From an optimization exercise on the open Yosys and OpenROAD flow, aimed at small area, a short achievable clock period and few clock cycles per item; shortcuts taken in it are not production practice.
The RTL was checked by simulation tests, not by an equivalence proof against the original design.

==> design/flow/design.v <==
module cp_xu (
    input  wire        clk,
    input  wire        rst,
    input  wire        in_valid,
    output wire        in_ready,
    input  wire [5:0]  in_op,
    input  wire [31:0] in_ra,
    input  wire [31:0] in_rb,
    input  wire        in_c,
    input  wire [1:0]  in_qrm,
    input  wire        in_acc,
    output reg         out_valid,
    output reg  [31:0] out_rd,
    output reg  [31:0] out_hi,
    output reg         out_n,
    output reg         out_z,
    output reg         out_c,
    output reg         out_v,
    output reg         out_q,
    output reg         out_dz
);
    localparam [1:0] G_ALU = 2'd0, G_MULDIV = 2'd1, G_FIX = 2'd2, G_ACC = 2'd3;
    localparam [3:0] F_ADD = 4'h0, F_ADDC = 4'h1, F_SUB = 4'h2, F_SUBC = 4'h3,
                     F_AND = 4'h4, F_OR = 4'h5, F_XOR = 4'h6, F_ANDN = 4'h7,
                     F_SHL = 4'h8, F_SHR = 4'h9, F_SAR = 4'hA, F_CMP = 4'hB,
                     F_TST = 4'hC, F_NEG = 4'hD, F_NEGS = 4'hE, F_CLZ = 4'hF;
    localparam [3:0] F_MUL = 4'h0, F_MULW = 4'h1, F_MULWU = 4'h2, F_DIV = 4'h3,
                     F_DIVU = 4'h4, F_REM = 4'h5, F_REMU = 4'h6, F_DIVS = 4'h7;
    localparam [3:0] F_QADD = 4'h0, F_QSUB = 4'h1, F_QMUL = 4'h2, F_MAC = 4'h3,
                     F_MSU = 4'h4, F_MULA = 4'h5, F_ACLR = 4'h6, F_EXT = 4'h7;
    localparam [3:0] F_AWL = 4'h0, F_AWG = 4'h1, F_ARD = 4'h2;
    wire [1:0] grp = in_op[5:4];
    wire [3:0] fn  = in_op[3:0];
    wire [31:0] ra = in_ra;
    wire [31:0] rb = in_rb;
    reg  [39:0] acc0, acc1;
    wire [39:0] acc_cur = in_acc ? acc1 : acc0;
    reg         busy;           
    reg  [5:0]  div_cnt;        
    reg  [3:0]  div_fn;
    reg  [31:0] div_ra, div_rb;
    reg  [31:0] div_den;        
    reg  [31:0] div_quo;        
    reg  [32:0] div_rem;
    assign in_ready = !busy;
    wire accept  = in_valid && in_ready;
    wire is_div  = (grp == G_MULDIV) && (fn >= F_DIV) && (fn <= F_DIVS);
    wire        sub_op  = (fn == F_SUB) || (fn == F_SUBC) || (fn == F_CMP);
    wire        add_cin = (fn == F_ADDC || fn == F_SUBC) ? in_c : sub_op;
    wire [31:0] add_b   = sub_op ? ~rb : rb;
    wire [32:0] add_sum = {1'b0, ra} + {1'b0, add_b} + {32'd0, add_cin};
    wire        add_v   = (ra[31] == add_b[31]) && (add_sum[31] != ra[31]);
    wire [7:0]  sh_n   = rb[7:0];
    wire        sh_big = (sh_n > 8'd32);
    wire [63:0] shl_t  = {32'd0, ra} << sh_n[5:0];
    wire [63:0] shr_t  = {ra, 32'd0} >> sh_n[5:0];
    wire [63:0] sar_t  = $signed({ra, 32'd0}) >>> sh_n[5:0];
    reg [5:0] clz;
    integer i;
    always @(*) begin
        clz = 6'd32;
        for (i = 0; i < 32; i = i + 1)
            if (ra[i]) clz = 6'd31 - i[5:0];
    end
    wire signed [63:0] prod_s = $signed(ra) * $signed(rb);
    wire        [63:0] prod_u = ra * rb;
    function round_inc;
        input [1:0] mode;
        input       t_odd;
        input       x_neg;
        input       f_nz;
        input       f_half;    
        input       f_above;   
        begin
            case (mode)
                2'd0: round_inc = 1'b0;
                2'd1: round_inc = f_half;
                2'd2: round_inc = f_above || (f_half && !f_above && t_odd);
                default: round_inc = x_neg && f_nz;
            endcase
        end
    endfunction
    wire [32:0] qs_sum = (fn == F_QSUB) ? ({ra[31], ra} - {rb[31], rb})
                                        : ({ra[31], ra} + {rb[31], rb});
    wire        qs_sat = qs_sum[32] != qs_sum[31];
    wire [31:0] qs_r   = qs_sat ? (qs_sum[32] ? 32'h8000_0000 : 32'h7FFF_FFFF)
                                : qs_sum[31:0];
    wire [32:0] qm_t    = prod_s[63:31];
    wire [30:0] qm_f    = prod_s[30:0];
    wire        qm_inc  = round_inc(in_qrm, qm_t[0], prod_s[63], |qm_f,
                                    qm_f[30], qm_f[30] && (|qm_f[29:0]));
    wire [33:0] qm_rnd  = {qm_t[32], qm_t} + {33'd0, qm_inc};
    wire        qm_sat  = (qm_rnd[33:31] != 3'b000) && (qm_rnd[33:31] != 3'b111);
    wire [31:0] qm_r    = qm_sat ? (qm_rnd[33] ? 32'h8000_0000 : 32'h7FFF_FFFF)
                                 : qm_rnd[31:0];
    wire [36:0] mac_p   = prod_s[63:27];
    wire [40:0] mac_sum = (fn == F_MSU) ? ({acc_cur[39], acc_cur} - {{4{mac_p[36]}}, mac_p})
                                        : ({acc_cur[39], acc_cur} + {{4{mac_p[36]}}, mac_p});
    wire        mac_sat = (fn != F_MULA) && (mac_sum[40] != mac_sum[39]);
    wire [39:0] mac_a   = (fn == F_MULA) ? {{3{mac_p[36]}}, mac_p} :
                          mac_sat ? (mac_sum[40] ? 40'h80_0000_0000 : 40'h7F_FFFF_FFFF)
                                  : mac_sum[39:0];
    wire [35:0] ex_t    = acc_cur[39:4];
    wire [3:0]  ex_f    = acc_cur[3:0];
    wire        ex_inc  = round_inc(in_qrm, ex_t[0], acc_cur[39], |ex_f,
                                    ex_f[3], ex_f[3] && (|ex_f[2:0]));
    wire [36:0] ex_rnd  = {ex_t[35], ex_t} + {36'd0, ex_inc};
    wire        ex_sat  = (ex_rnd[36:31] != 6'b000000) && (ex_rnd[36:31] != 6'b111111);
    wire [31:0] ex_r    = ex_sat ? (ex_rnd[36] ? 32'h8000_0000 : 32'h7FFF_FFFF)
                                 : ex_rnd[31:0];
    reg  [31:0] r_rd, r_hi;
    reg         r_n, r_z, r_c, r_v, r_q;
    reg         r_nz_from_rd;    
    reg         acc_we;
    reg  [39:0] acc_new;
    always @(*) begin
        r_rd = 32'd0;
        r_hi = 32'd0;
        r_n = 1'b0; r_z = 1'b0; r_c = 1'b0; r_v = 1'b0; r_q = 1'b0;
        r_nz_from_rd = 1'b1;
        acc_we  = 1'b0;
        acc_new = acc_cur;
        case (grp)
        G_ALU: begin
            case (fn)
                F_ADD, F_ADDC, F_SUB, F_SUBC, F_CMP: begin
                    r_rd = add_sum[31:0];
                    r_c  = add_sum[32];
                    r_v  = add_v;
                end
                F_AND, F_TST: r_rd = ra & rb;
                F_OR:         r_rd = ra | rb;
                F_XOR:        r_rd = ra ^ rb;
                F_ANDN:       r_rd = ra & ~rb;
                F_SHL: if (!sh_big) begin
                    r_rd = shl_t[31:0];
                    r_c  = shl_t[32];
                end
                F_SHR: if (!sh_big) begin
                    r_rd = shr_t[63:32];
                    r_c  = shr_t[31];
                end
                F_SAR: if (sh_n >= 8'd32) begin
                    r_rd = {32{ra[31]}};
                    r_c  = ra[31];
                end else begin
                    r_rd = sar_t[63:32];
                    r_c  = sar_t[31];
                end
                F_NEG, F_NEGS: begin
                    r_rd = 32'd0 - ra;
                    r_c  = (ra == 32'd0);
                    r_v  = (ra == 32'h8000_0000);
                    if (fn == F_NEGS && ra == 32'h8000_0000) begin
                        r_rd = 32'h7FFF_FFFF;
                        r_q  = 1'b1;
                    end
                end
                default: begin  
                    r_rd = {26'd0, clz};
                    r_c  = (ra == 32'd0);
                    r_nz_from_rd = 1'b0;
                    r_n  = 1'b0;
                    r_z  = ra[31];
                end
            endcase
        end
        G_MULDIV: begin
            case (fn)
                F_MUL: begin
                    r_rd = prod_s[31:0];
                    r_c  = |prod_u[63:32];
                    r_v  = (prod_s[63:31] != {33{1'b0}}) && (prod_s[63:31] != {33{1'b1}});
                end
                F_MULW: begin
                    r_rd = prod_s[31:0];
                    r_hi = prod_s[63:32];
                    r_nz_from_rd = 1'b0;
                    r_n  = prod_s[63];
                    r_z  = (prod_s == 64'd0);
                end
                default: begin  
                    r_rd = prod_u[31:0];
                    r_hi = prod_u[63:32];
                    r_nz_from_rd = 1'b0;
                    r_n  = prod_u[63];
                    r_z  = (prod_u == 64'd0);
                end
            endcase
        end
        G_FIX: begin
            case (fn)
                F_QADD, F_QSUB: begin
                    r_rd = qs_r;
                    r_v  = qs_sat;
                    r_q  = qs_sat;
                end
                F_QMUL: begin
                    r_rd = qm_r;
                    r_c  = |qm_f;
                    r_v  = qm_sat;
                    r_q  = qm_sat;
                end
                F_MAC, F_MSU, F_MULA: begin
                    acc_we  = 1'b1;
                    acc_new = mac_a;
                    r_rd = mac_a[31:0];
                    r_hi = {{24{mac_a[39]}}, mac_a[39:32]};
                    r_nz_from_rd = 1'b0;
                    r_n  = mac_a[39];
                    r_z  = (mac_a == 40'd0);
                    r_c  = |prod_s[26:0];
                    r_v  = mac_sat;
                    r_q  = mac_sat;
                end
                F_ACLR: begin
                    acc_we  = 1'b1;
                    acc_new = 40'd0;
                    r_nz_from_rd = 1'b0;
                    r_z  = 1'b1;
                end
                default: begin  
                    r_rd = ex_r;
                    r_c  = |ex_f;
                    r_v  = ex_sat;
                    r_q  = ex_sat;
                end
            endcase
        end
        default: begin  
            if (fn == F_AWL) begin
                acc_we  = 1'b1;
                acc_new = {acc_cur[39:32], ra};
            end else if (fn == F_AWG) begin
                acc_we  = 1'b1;
                acc_new = {ra[7:0], acc_cur[31:0]};
            end
            r_rd = acc_new[31:0];
            r_hi = {{24{acc_new[39]}}, acc_new[39:32]};
            r_nz_from_rd = 1'b0;
        end
        endcase
        if (r_nz_from_rd) begin
            r_n = r_rd[31];
            r_z = (r_rd == 32'd0);
        end
    end
    wire        d_signed  = (div_fn == F_DIV) || (div_fn == F_REM) || (div_fn == F_DIVS);
    wire        d_is_rem  = (div_fn == F_REM) || (div_fn == F_REMU);
    wire [32:0] d_shift   = {div_rem[31:0], div_quo[31]};
    wire [33:0] d_diff    = {1'b0, d_shift} - {2'b00, div_den};
    wire        d_ge      = !d_diff[33];
    wire        d_zero    = (div_rb == 32'd0);
    wire        d_ovf     = d_signed && (div_ra == 32'h8000_0000) && (div_rb == 32'hFFFF_FFFF);
    wire        d_qneg    = d_signed && (div_ra[31] ^ div_rb[31]);
    wire        d_rneg    = d_signed && div_ra[31];
    wire [31:0] d_quo     = d_qneg ? (32'd0 - div_quo) : div_quo;
    wire [31:0] d_rem     = d_rneg ? (32'd0 - div_rem[31:0]) : div_rem[31:0];
    reg  [31:0] d_r;
    reg         d_v, d_q;
    always @(*) begin
        d_v = 1'b0;
        d_q = 1'b0;
        if (d_zero) begin
            if (d_is_rem)
                d_r = div_ra;
            else if (div_fn == F_DIVU)
                d_r = 32'hFFFF_FFFF;
            else
                d_r = div_ra[31] ? 32'h8000_0000 : 32'h7FFF_FFFF;
        end else if (d_ovf && !d_is_rem) begin
            d_v = 1'b1;
            if (div_fn == F_DIVS) begin
                d_r = 32'h7FFF_FFFF;
                d_q = 1'b1;
            end else begin
                d_r = 32'h8000_0000;
            end
        end else begin
            d_r = d_is_rem ? d_rem : d_quo;
        end
    end
    always @(posedge clk) begin
        if (rst) begin
            out_valid <= 1'b0;
            busy      <= 1'b0;
            acc0      <= 40'd0;
            acc1      <= 40'd0;
        end else begin
            out_valid <= 1'b0;
            if (busy) begin
                if (div_cnt != 6'd32) begin
                    div_cnt <= div_cnt + 6'd1;
                    if (d_ge) begin
                        div_rem <= d_diff[32:0];
                        div_quo <= {div_quo[30:0], 1'b1};
                    end else begin
                        div_rem <= d_shift;
                        div_quo <= {div_quo[30:0], 1'b0};
                    end
                end else begin
                    busy      <= 1'b0;
                    out_valid <= 1'b1;
                    out_rd    <= d_r;
                    out_hi    <= 32'd0;
                    out_n     <= d_r[31];
                    out_z     <= (d_r == 32'd0);
                    out_c     <= d_zero;
                    out_v     <= d_v;
                    out_q     <= d_q;
                    out_dz    <= d_zero;
                end
            end else if (accept) begin
                if (is_div) begin
                    busy    <= 1'b1;
                    div_cnt <= 6'd0;
                    div_fn  <= fn;
                    div_ra  <= ra;
                    div_rb  <= rb;
                    div_rem <= 33'd0;
                    if ((fn == F_DIV || fn == F_REM || fn == F_DIVS) && ra[31])
                        div_quo <= 32'd0 - ra;
                    else
                        div_quo <= ra;
                    if ((fn == F_DIV || fn == F_REM || fn == F_DIVS) && rb[31])
                        div_den <= 32'd0 - rb;
                    else
                        div_den <= rb;
                end else begin
                    out_valid <= 1'b1;
                    out_rd    <= r_rd;
                    out_hi    <= r_hi;
                    out_n     <= r_n;
                    out_z     <= r_z;
                    out_c     <= r_c;
                    out_v     <= r_v;
                    out_q     <= r_q;
                    out_dz    <= 1'b0;
                    if (acc_we) begin
                        if (in_acc) acc1 <= acc_new;
                        else        acc0 <= acc_new;
                    end
                end
            end
        end
    end
endmodule
==> design/flow/run.sh <==
#!/bin/bash
# synth_recipe.tcl (not shown) runs the flow's synth.tcl, then flattens the netlist and writes it again
# the make line also repeats each setting of config.mk as NAME=value (left out here)
make -C /OpenROAD-flow-scripts/flow DESIGN_CONFIG=/design/flow/config.mk WORK_HOME=/design/flow/orfs CLKGATE_MAP_FILE= SYNTH_SCRIPT=/design/flow/synth_recipe.tcl finish
==> design/flow/config.mk <==
export PLATFORM = sky130hd
export DESIGN_NAME = cp_xu
export DESIGN_NICKNAME = cp_xu
export VERILOG_FILES = /design/flow/design.v
export SDC_FILE = /design/flow/constraint.sdc
export NUM_CORES = 4
export LEC_CHECK = 0
export CAP_MARGIN = 20
export CORE_MARGIN = 2
export CORE_UTILIZATION = 40
export SLEW_MARGIN = 20
==> design/flow/constraint.sdc <==
create_clock -name core_clock -period 17.0 [get_ports {clk}]
set_input_delay 3.4000 -clock core_clock [delete_from_list [all_inputs] [get_ports {clk}]]
set_output_delay 3.4000 -clock core_clock [all_outputs]
set_load 0.01 [all_outputs]
==> impl_metrics.json <==
{
  "status": "finished clean",
  "detailedRoute.firstPassIterationCount": 8,
  "synth_cell_types": 122,
  "most_frequent_cell_after_synthesis": "sky130_fd_sc_hd__inv_1",
  "synth_area_mm2": 0.0876,
  "grt_setup_unrepaired": "true",
  "finalWeightedCongestion": 1.09,
  "grt_use_total_pct": 41.5,
  "ys_ff_latch": 321,
  "timing.fmax_ghz": 0.0603,
  "via_per_inst": 6.00,
  "global_route.overflow_total": 0,
  "final_net_count": 13372,
  "worstRegToRegCells": 24,
  "worstHoldPathCells": 2,
  "effective_utilization_at_floorplan_pct": 40.3,
  "synth_largest_area_cell": "sky130_fd_sc_hd__fa_1",
  "core_mm2": 0.217,
  "timing.setup.tns_ns": 0,
  "synth.yosys.seq_area_share_pct": 10.1,
  "dieArea_mm2": 0.223,
  "postSynthAreaPerCell_um2": 8.33,
  "fin_crit_ns": 16.58,
  "worstPathArrival_ns": 17.04,
  "synth_common_cells": "sky130_fd_sc_hd__inv_1 (1612), sky130_fd_sc_hd__fa_1 (1477), sky130_fd_sc_hd__nand2_1 (1291)",
  "synth_nets": 12671,
  "critical_setup_path_kind": "primary input to flip-flop",
  "timing.max_slew.rel_slack_pct": 18.9,
  "timing.critical_path.to_type": "flip-flop",
  "clock_tree.htree_level_count": 2,
  "cp_max_fo": 10,
  "fin_hold_ws_ns": 0.454,
  "grt_first_pass_wirelength_um": 652000,
  "finalSetupViolations": 0,
  "startpoint_type": "primary input",
  "cts-buffers-inserted": 39,
  "clk-insertion-delay-late_ns": 0.64,
  "detail_route.wl_per_cell_um": 33.1,
  "min_path_type": "flip-flop to flip-flop",
  "grt_antenna_before_repair": 61,
  "routed-via-count": 84678,
  "post_detail_place_hpwl_um": 389000,
  "path_clk_slew_ns": 0.08,
  "drc_errors": 0,
  "floorplan.die.height_um": 472,
  "finalClockSkew_ns": 0.0591,
  "hold_viol": 0,
  "pin_count": 149,
  "cts_tree": "done",
  "period_share_pct": 97.5,
  "postRouteAntennaNets": 0,
  "port_buffers": 148,
  "cts_max_path_buffers": 3,
  "final_layout_size_suffix_gt1_share_pct": 12.5,
  "netlist_instances": 10510,
  "critPathMostFrequentCell": "sky130_fd_sc_hd__fa_1",
  "max_stage_delay_ns": 0.64,
  "count_of_flip_flops_with_a_built_in_enable_after_synthesis": 239,
  "required_ns": 17.47,
  "placementRows": 171,
  "synth.yosys.warnings": 1,
  "fp.dieW_um": 472,
  "worst_slew_pin_slew_ns": 1.20,
  "synthArstFlopShare_pct": 0,
  "cts_num_sinks": 321,
  "post_synth_main_area_contributors": "sky130_fd_sc_hd__fa_1 (34%), sky130_fd_sc_hd__ha_1 (8.7%), sky130_fd_sc_hd__edfxtp_1 (8.2%), sky130_fd_sc_hd__inv_1 (6.9%), sky130_fd_sc_hd__nand2_1 (5.5%)",
  "synth_top_cell_area_share_pct": 33.8,
  "cts.root.buffer_cell": "sky130_fd_sc_hd__clkbuf_16",
  "cp_slowest_cell": "sky130_fd_sc_hd__nor2_1",
  "drt_iter0_markers": 10761,
  "drt-total-wl_um": 467000,
  "grt_max_degree": 93,
  "synth_flop_cell": "sky130_fd_sc_hd__edfxtp_1",
  "number_of_global_route_vias_before_repair": 85097,
  "max-cap-violations": 0,
  "finalMaxSlewViolations": 0,
  "area_growth_pct": 15.2
}
==> cell usage in the layout, fill, tap and decap left out, types with 239 or more instances in the layout <==
master and instances:
sky130_fd_sc_hd__a21oi_1 598, sky130_fd_sc_hd__ha_1 604, sky130_fd_sc_hd__edfxtp_1 239, sky130_fd_sc_hd__o21ai_0 520
sky130_fd_sc_hd__nor2_1 1075, sky130_fd_sc_hd__nand2_1 1289, sky130_fd_sc_hd__inv_1 1609, sky130_fd_sc_hd__xnor2_1 383
sky130_fd_sc_hd__fa_1 1477, sky130_fd_sc_hd__buf_4 1037
==> what timing repair did <==
| item | in CTS | in global routing |
|---|---|---|
| pin swaps | 0 | 4 |
| setup endpoints to repair | 1 | 123 |
| hold buffers | 0 | 0 |
| endpoints found under the hold margin | 0 | 0 |
| gates resized for setup | 1 | 22 |
| buffers inserted | 0 | 3 |
==> final timing paths <==
| kind | startpoint | endpoint | slack (ns) |
|---|---|---|---|
| worst min register to register | acc1[36] | acc1[36] | 0.45 |
| worst min-delay path | acc1[36] | acc1[36] | 0.45 |
| worst max register to register | acc1[1] | out_z | 9.15 |
| worst max-delay path | in_ra[25] | out_z | 0.42 |
==> cell families (layout without fill, tap and decap cells) <==
logic type               Yosys count  after routing  share of synthesized area (%)
buffers and inverters           2224           2956                           9.61
flip-flops                       321            321                           10.1
adder cells (fa/ha/maj)         2096           2096                           42.6
XOR/XNOR                         531            531                           5.33
AND/OR/NAND/NOR                 3142           3142                           15.6
other                              0             20                              0
AO/OA/AOI/OAI                   2031           2031                           14.7
multiplexers                     165            165                           2.09
==> final cells by class <==
class | instances | area, um2
diodes | 20 | 50.0
clock buffers | 46 | 1030
clock inverters | 26 | 303
fillers | 21450 | 116000
inverters | 1633 | 6140
multi-input cells | 7965 | 70600
flip-flops and latches | 321 | 8820
well taps | 2854 | 3570
repair buffers | 1251 | 10400
==> registers in the layout (all words and copies together), names as in the netlist <==
name,cells
acc1,40
busy,1
out_z,1
out_hi,32
out_rd,32
out_n,1
div_ra,32
out_c,1
div_quo,32
out_q,1
out_valid,1
div_den,31
div_cnt,6
acc0,40
div_rem,32
div_rb,32
out_v,1
div_fn,4
out_dz,1
==> critical path: cells and delay by family <==
family | cells | cell delay [ns]
xor gates and xnor gates | 2 | 0.44
and+or+nand+nor | 9 | 2.42
buffers and inverters | 10 | 1.87
AOI/OAI and AO/OA | 20 | 4.44
adders and majority gates | 10 | 4.44
==> metal layers <==
metal / vias up / share of wire [%] / GRT usage, %
met5: - / 0.059 / 0
met4: 28 / 7.2 / 24.1
li1: 35673 / - / -
met1: 42769 / 40 / 55.8
met2: 5181 / 42 / 61.6
met3: 1027 / 10 / 8.85
==> per-stage QoR <==
stage | cells | setup WS, ns | utilization (%) | instance area (um2)
2_1_floorplan | 10510 | 0.0120 | - | 87600
3_3_place_gp | 14020 | -0.702 | 45.7 | 99400
3_5_place_dp | 14021 | -0.606 | 45.7 | 99400
4_1_cts | 14093 | 0.00373 | 46.3 | 101000
5_1_grt | 14102 | -0.0703 | 46.4 | 101000
6_report | 14116 | 0.421 | 46.4 | 101000
Testbench counts, summed over its fixed seeds: cycles 75,040, ops 32,000.

[separate check: timing with driven ports]
The results above use ideal ports. As a check the final layout listed here was re-extracted and re-timed, cells and wires unchanged.
Step 1 (the two cells are an assumption about what drives the block):
set clk [get_ports {clk}]
set_driving_cell -lib_cell sky130_fd_sc_hd__clkbuf_16 $clk
set_driving_cell -lib_cell sky130_fd_sc_hd__buf_2 [delete_from_list [all_inputs] $clk]
Step 2, shift: input delay + t, output delay - t, t = (earliest + latest rising clock arrival at the registers) / 2. This alone moves slack from input paths to output paths.
a / b / c = ideal / step 1 / step 2; a / b = the first two.
t, ns: 0.688
slack for setup (ns): 0.421 / 0.358 / -0.330
hold WS [ns]: 0.454 / 0.454 / 0.454
worst register clock-pin slew, ns: 0.08 / 0.08
worst data-port slew with drivers (ns): 0.28
Met with ideal ports but missed after step 2: setup timing in this run. The setup slack of this run moves by -0.063 ns with the drivers and by -0.751 ns with both steps.
